Context: an optimization exercise on an open-source flow, tuned for small area, a short achievable clock period and few clock cycles per item. The choices shown serve that exercise and are no tape-out recipe. RTL that was checked went through simulation tests only; none was proved equivalent to the original. Function not checked in run 2: the RTL went through the layout flow alone.

## flow/design.v (module list and top-level ports; edited modules follow where they fit)
// module hlp_crc: 10126 lines
// module hlp_crc_x2: 7 lines
module hlp_crc (
    input  wire         clk,
    input  wire         rst,
    input  wire         req_valid,
    output wire         req_ready,
    input  wire [63:0]  req_b,
    input  wire [9:0]   req_tag,
    input  wire [255:0] req_data,
    output wire         rsp_valid,
    input  wire         rsp_ready,
    output wire [63:0]  rsp_data,
    output wire [9:0]   rsp_tag
);
  // ...
==> flow/flow/run.sh <==
#!/bin/bash
set -euo pipefail
bash standard.sh "BUFFER_PORTS_ARGS=-buffer_cell sky130_fd_sc_hd__buf_1" finish > standard.log 2>&1
==> flow/standard.sh <==
#!/bin/bash
# synth_recipe.tcl (not shown) runs the flow's synth.tcl, then flattens the netlist and writes it again
# the make line also repeats each setting of config.mk as NAME=value (left out here)
make -C /OpenROAD-flow-scripts/flow DESIGN_CONFIG=/design/flow/config.mk WORK_HOME=/design/flow/orfs CLKGATE_MAP_FILE= SYNTH_SCRIPT=/design/flow/synth_recipe.tcl "${@:-finish}"
==> flow/config.mk <==
export PLATFORM = sky130hd
export DESIGN_NAME = hlp_crc
export DESIGN_NICKNAME = hlp_crc
export VERILOG_FILES = /design/flow/design.v
export SDC_FILE = /design/flow/constraint.sdc
export NUM_CORES = 4
export LEC_CHECK = 0
export CAP_MARGIN = 30
export CORE_MARGIN = 2
export CORE_UTILIZATION = 25
export PLACE_DENSITY = 0.4
export SLEW_MARGIN = 30
export SYNTH_HIERARCHICAL = 1
export SYNTH_MINIMUM_KEEP_SIZE = 0
==> flow/constraint.sdc <==
create_clock -name core_clock -period 80.0 [get_ports {clk}]
set_input_delay 16.0000 -clock core_clock [delete_from_list [all_inputs] [get_ports {clk}]]
set_output_delay 16.0000 -clock core_clock [all_outputs]
set_load 0.01 [all_outputs]
==> impl_metrics.ini, run 1 <==
[status]
outcome = timing/DRC/antenna clean

[timing]
hold_slack_ns = 0.447
fin_skew_ns = 0.0334
relSlewSlack = 0.0878
clock.fmax_mhz = 58.0

[setup_path]
crit_arrival_ns = 1.23
worstSetupPathType = reg -> out
path_depth = 1
start_kind = flip-flop

[routing]
wl_um = 933000
drc = 0
wirelength_met1_um = 336000
wl_met3_um = 161000

[global_routing]
antenna_found_initial = 80
gr-usage-met2 = 0.701
grt_pass1_vias = 77300
met1_usage = 0.623

[hold_path]
holdPathEnd = tk_q

[die]
n_tap_cell = 3978
ios = 410
die_h_um = 555

[layout]
seq-cell-share = 0.106
layout-drive-gt1-share = 0.193
bufAreaShareNonClock = 0.0948
fillerInstances = 31700
multi_input_cells = 8009
clock_buffers = 50
antennaDiodeCount = 122
non_clock_buffer_count = 1297

[yosys]
synth_compound_area_frac = 0.0812
yosysTopAreaCell = xor2_1
ys_ff_latch = 448
synthCells = 8811
synth_fa_ha_area_frac = 0.00148

[cts]
cts_hold_buf = 0
Testbench counts, summed over its fixed seeds: cycles 10,506, items 2,400.
==> inputs of run 2 (changes only) <==
--- a/flow/design.v
+++ b/flow/design.v
@@ -11,25 +11,27 @@
     output wire [63:0]  rsp_data,
     output wire [9:0]   rsp_tag
 );
     localparam [63:0] ERR_BAD_ARG = 64'h8000_0010_0000_0009;
     reg         tk_q;
     reg  [255:0] d_q;
     reg  [9:0]  n_q;         
     reg         nhi_q;       
-    reg         bc_q;        
+    reg  [2:0]  bp_q;        
+    reg         bc_q;
     reg  [31:0] bv_q;
+    reg  [9:0]  bt_q;
     reg         rdy_q;
     reg         act_q;       
     reg  [9:0]  rem_q;       
     reg  [31:0] s_q;         
-    reg  [2:0]  prof_q;      
-    reg  [9:0]  tag_q;
+    reg  [2:0]  prof_q;
     reg         bad_q;
+    reg  [9:0]  tag_q;
     reg         spend_q;     
     reg         rv_q;
     reg  [31:0] r_q;         
     reg         rbad_q;
     reg  [9:0]  rtag_q;
     reg         pv_q;
     reg  [31:0] p_q;
     reg         pbad_q;
@@ -76,25 +78,26 @@
             3'd5:       p_cls = 5'b10000;
             default:    p_cls = 5'b00000;
         endcase
     endfunction
     assign req_ready = rdy_q;
     wire        take    = req_valid && rdy_q;
     wire        first   = !act_q;
     wire        n_bad   = nhi_q || (n_q == 10'd0) || (n_q[9] && (n_q[8:0] != 9'd0));
-    wire [2:0]  prof    = prof_q;
-    wire        bad     = first ? (n_bad || (prof_q == 3'd7)) : bad_q;
+    wire [2:0]  prof    = first ? bp_q : prof_q;
+    wire        bad     = first ? (n_bad || (bp_q == 3'd7)) : bad_q;
+    wire [9:0]  tag     = first ? bt_q : tag_q;
     wire [9:0]  rem     = first ? n_q : rem_q;
     wire        last    = first ? (n_bad || (n_q <= 10'd32)) : (rem_q <= 10'd32);
     wire [4:0]  sh      = last ? (5'd0 - rem[4:0]) : 5'd0;    
-    wire [5:0]  w_b     = p_width(prof_q);
-    wire [31:0] prev_b  = (bv_q & wmask(w_b)) ^ (p_xorout(prof_q) & wmask(w_b));
-    wire [31:0] start_x = bc_q ? prev_b : p_init(prof_q);
-    wire [31:0] start_r = p_refl(prof_q) ? rev32(start_x) : (start_x << (6'd32 - w_b));
+    wire [5:0]  w_b     = p_width(bp_q);
+    wire [31:0] prev_b  = (bv_q & wmask(w_b)) ^ (p_xorout(bp_q) & wmask(w_b));
+    wire [31:0] start_x = bc_q ? prev_b : p_init(bp_q);
+    wire [31:0] start_r = p_refl(bp_q) ? rev32(start_x) : (start_x << (6'd32 - w_b));
     wire [31:0] s_in    = first ? start_r : s_q;
     wire        refl    = p_refl(prof);
     reg  [255:0] t;
     integer     k, m;
     always @(*) begin
         for (k = 0; k < 32; k = k + 1)
             for (m = 0; m < 8; m = m + 1)
                 t[8 * (31 - k) + m] = refl ? d_q[8 * k + 7 - m] : d_q[8 * k + m];
@@ -10060,45 +10063,44 @@
     hlp_crc_x2 g_xt3113 (.a(xt3111), .b(xt3112), .y(xt3113));
     wire xt3114;
     hlp_crc_x2 g_xt3114 (.a(xt3113), .b(ya31_4), .y(xt3114));
     assign y[31] = xt3114;
     wire        done    = tk_q && last;           
     wire        nres    = done || spend_q;        
     wire        r_free  = !rv_q || rsp_ready;
     wire [31:0] f_s     = spend_q ? s_q : s_nx;
-    wire [2:0]  f_p     = prof_q;
+    wire [2:0]  f_p     = spend_q ? prof_q : prof;
     wire        f_bad   = spend_q ? bad_q : bad;
-    wire [9:0]  f_tag   = tag_q;
+    wire [9:0]  f_tag   = spend_q ? tag_q : tag;
     wire [5:0]  w_f     = p_width(f_p);
     wire [31:0] out_raw = p_refl(f_p) ? rev32(f_s) : (f_s >> (6'd32 - w_f));
     wire [31:0] out_crc = (out_raw ^ p_xorout(f_p)) & wmask(w_f);
     wire [31:0] f_dat   = f_bad ? 32'h0000_0009 : out_crc;
     assign rsp_valid = rv_q;
     assign rsp_tag   = rtag_q;
     assign rsp_data  = {rbad_q, 26'd0, rbad_q, 4'd0, r_q};
-    wire        cmd0    = tk_q ? last : !act_q;
-    wire        r_ld    = r_free;
-    wire        p_ld    = !pv_q || r_free;
-    wire        rv_nx   = r_free ? (pv_q || nres) : 1'b1;
+    wire        r_ld    = r_free && (pv_q || nres);
+    wire        p_ld    = nres && (r_free ? pv_q : !pv_q);
+    wire        rv_nx   = r_ld || !r_free;
     wire        pv_nx   = r_free ? (pv_q && nres) : (pv_q || nres);
     wire        spend_nx = nres && !r_free && pv_q;
     always @(posedge clk) begin
         d_q    <= req_data;
         n_q    <= req_b[9:0];
         nhi_q  <= (req_b[15:10] != 6'd0);
+        bp_q   <= req_b[18:16];
         bc_q   <= req_b[19];
         bv_q   <= req_b[63:32];
-        if (rdy_q && cmd0) begin
-            prof_q <= req_b[18:16];
-            tag_q  <= req_tag;
-        end
+        bt_q   <= req_tag;
         if (tk_q) begin
             s_q    <= s_nx;
+            prof_q <= prof;
             bad_q  <= bad;
+            tag_q  <= tag;
             rem_q  <= rem - 10'd32;
         end
         if (r_ld) begin
             r_q    <= pv_q ? p_q : f_dat;
             rbad_q <= pv_q ? pbad_q : f_bad;
             rtag_q <= pv_q ? ptag_q : f_tag;
         end
         if (p_ld) begin
==> flow/run.sh (new file) <==
#!/bin/bash
# synth_recipe.tcl (not shown) runs the flow's synth.tcl, then flattens the netlist and writes it again
# the make line also repeats each setting of config.mk as NAME=value (left out here)
make -C /OpenROAD-flow-scripts/flow DESIGN_CONFIG=/design/flow/config.mk WORK_HOME=/design/flow/orfs CLKGATE_MAP_FILE= SYNTH_SCRIPT=/design/flow/synth_recipe.tcl finish
==> flow/config.mk (replaced) <==
export PLATFORM = sky130hd
export DESIGN_NAME = hlp_crc
export DESIGN_NICKNAME = hlp_crc
export VERILOG_FILES = /design/flow/design.v
export SDC_FILE = /design/flow/constraint.sdc
export NUM_CORES = 4
export LEC_CHECK = 0
export CAP_MARGIN = 10
export CORE_MARGIN = 2
export CORE_UTILIZATION = 45
export PLACE_DENSITY = 0.6
export SLEW_MARGIN = 10
export SYNTH_HIERARCHICAL = 1
export SYNTH_MINIMUM_KEEP_SIZE = 0
removed: flow/flow/run.sh
removed: flow/standard.sh
==> run 2 against run 1 <==
Compared with the run above:
- the run now fails in global routing
- synthesized cell count rose by 3.8%
- area after synthesis grew 2.6%
==> impl_metrics.ini, run 2 <==
[cts]
cts_buffers = 42
cts_num_sinks = 461
cts_setup_buffers = 0
post_cts_resized = 0
clockBufferDepth = 3
htreeDepth = 2
clockRootBuffer = clkbuf_16
cts_hold_buf = 0

[yosys]
postSynth.asyncResetShare = 0
yosysMostFrequentCell = xor2_1
yosysTopAreaCell = xor2_1
synthFlopType = dfxtp_1
ys_warn_count = 7
ys_types = 113
avgSynthCellArea_um2 = 8.53
synthCells = 9146
synth_seq_area_share = 0.137
synth.area.top_cells = xor2_1 (55%), mux2i_1 (8.4%), dfxtp_1 (8.2%)
synthesis.area_um2 = 78000
synth_top_cells_by_count = xor2_1 (4929), mux2i_1 (658), nand2_1 (654)
synth_top_area_share = 0.554
ys_ff_latch = 461
synth_edf_count = 142

[die]
start_util = 0.454
rows = 152
die_h_um = 420
fp.dieW_um = 420
ios = 410

[placement]
routabilityCongestion = 1.75
place.port_buffers = 367
dp_hpwl_um = 550000

[status]
failing_step = global routing
first-error = [ERROR GRT-0116] Global routing finished with congestion. Check the congestion regions in the DRC Viewer.
outcome = did not finish

[global_routing]
grt_max_degree = 165
==> run 2: cell count changes after synthesis, moves of 20 or more <==
cell / change
nand2_1: +146
mux2_2: +23
clkbuf_1: -48
mux2i_1: +84
nand3_1: -35
o21ai_0: -20
a31oi_1: +33
mux4_2: -53
o31ai_1: +25
buf_2: +56
==> run 2: kinds of logic after synthesis <==
kind of cell / Yosys count / share of synthesized area
XOR/XNOR: 5000 / 0.562
AND/OR/NAND/NOR: 1487 / 0.0875
AO/OA/AOI/OAI: 1024 / 0.0914
multiplexers: 736 / 0.0961
flip-flops: 461 / 0.137
buffers and inverters: 426 / 0.0250
adder cells (fa/ha/maj): 11 / 0.00176
other: 1 / 0.0000481
==> run 2: through the flow <==
step           instances  cell area, µm²  setup slack [ns]
2_1_floorplan       9175           78100             61.48
3_3_place_gp       12200           91100             61.73
3_5_place_dp       12200           91200             61.67
4_1_cts            12300           92600             62.30
==> run 2: Yosys stat by module, one instance, submodules excluded <==
| module | cell area [µm²] | times used |
|---|---|---|
| hlp_crc | 35000 | 1 |
| hlp_crc_x2 | 8.76 | 4905 |
==> run 2: how the worst max path moves through the flow <==
stage / depth (start not counted) / slack, ns / to / start
4_1_cts: 4 / 62.30 / p_q[24] / rsp_ready
3_5_place_dp: 4 / 61.67 / p_q[16] / rsp_ready
3_3_place_gp: 4 / 61.73 / p_q[25] / rsp_ready
2_1_floorplan: 3 / 61.48 / p_q[0] / rsp_ready

==> static timing again, ports no longer ideal <==
Ports are ideal in the flow. The routed layout listed here was re-timed in OpenROAD. Step 1: set_driving_cell puts a clkbuf_16 on clk and a buf_2 on each other input, an assumption about the parent block. Step 2 adds t to the input delays and takes it off the output delays; t is the mean of the earliest and latest rising clock arrival at the registers after step 1. Input paths then give back, and output paths get back, about the clock's delay inside the block. Slacks: no drivers / after step 1 / after step 2; pairs: no drivers / after step 1.
run: run 1
shift t [ns]: 0.730
slack for setup (ns): 62.773 / 62.669 / 62.374
worst setup path after step 2: input to register
clock arrival spread, ns: 0.034 / 0.033
pins driven straight from the clock port: 1
After both steps setup and hold are still met in run 1. The setup slack of run 1 moves by -0.104 ns with the drivers and by -0.399 ns with both steps.
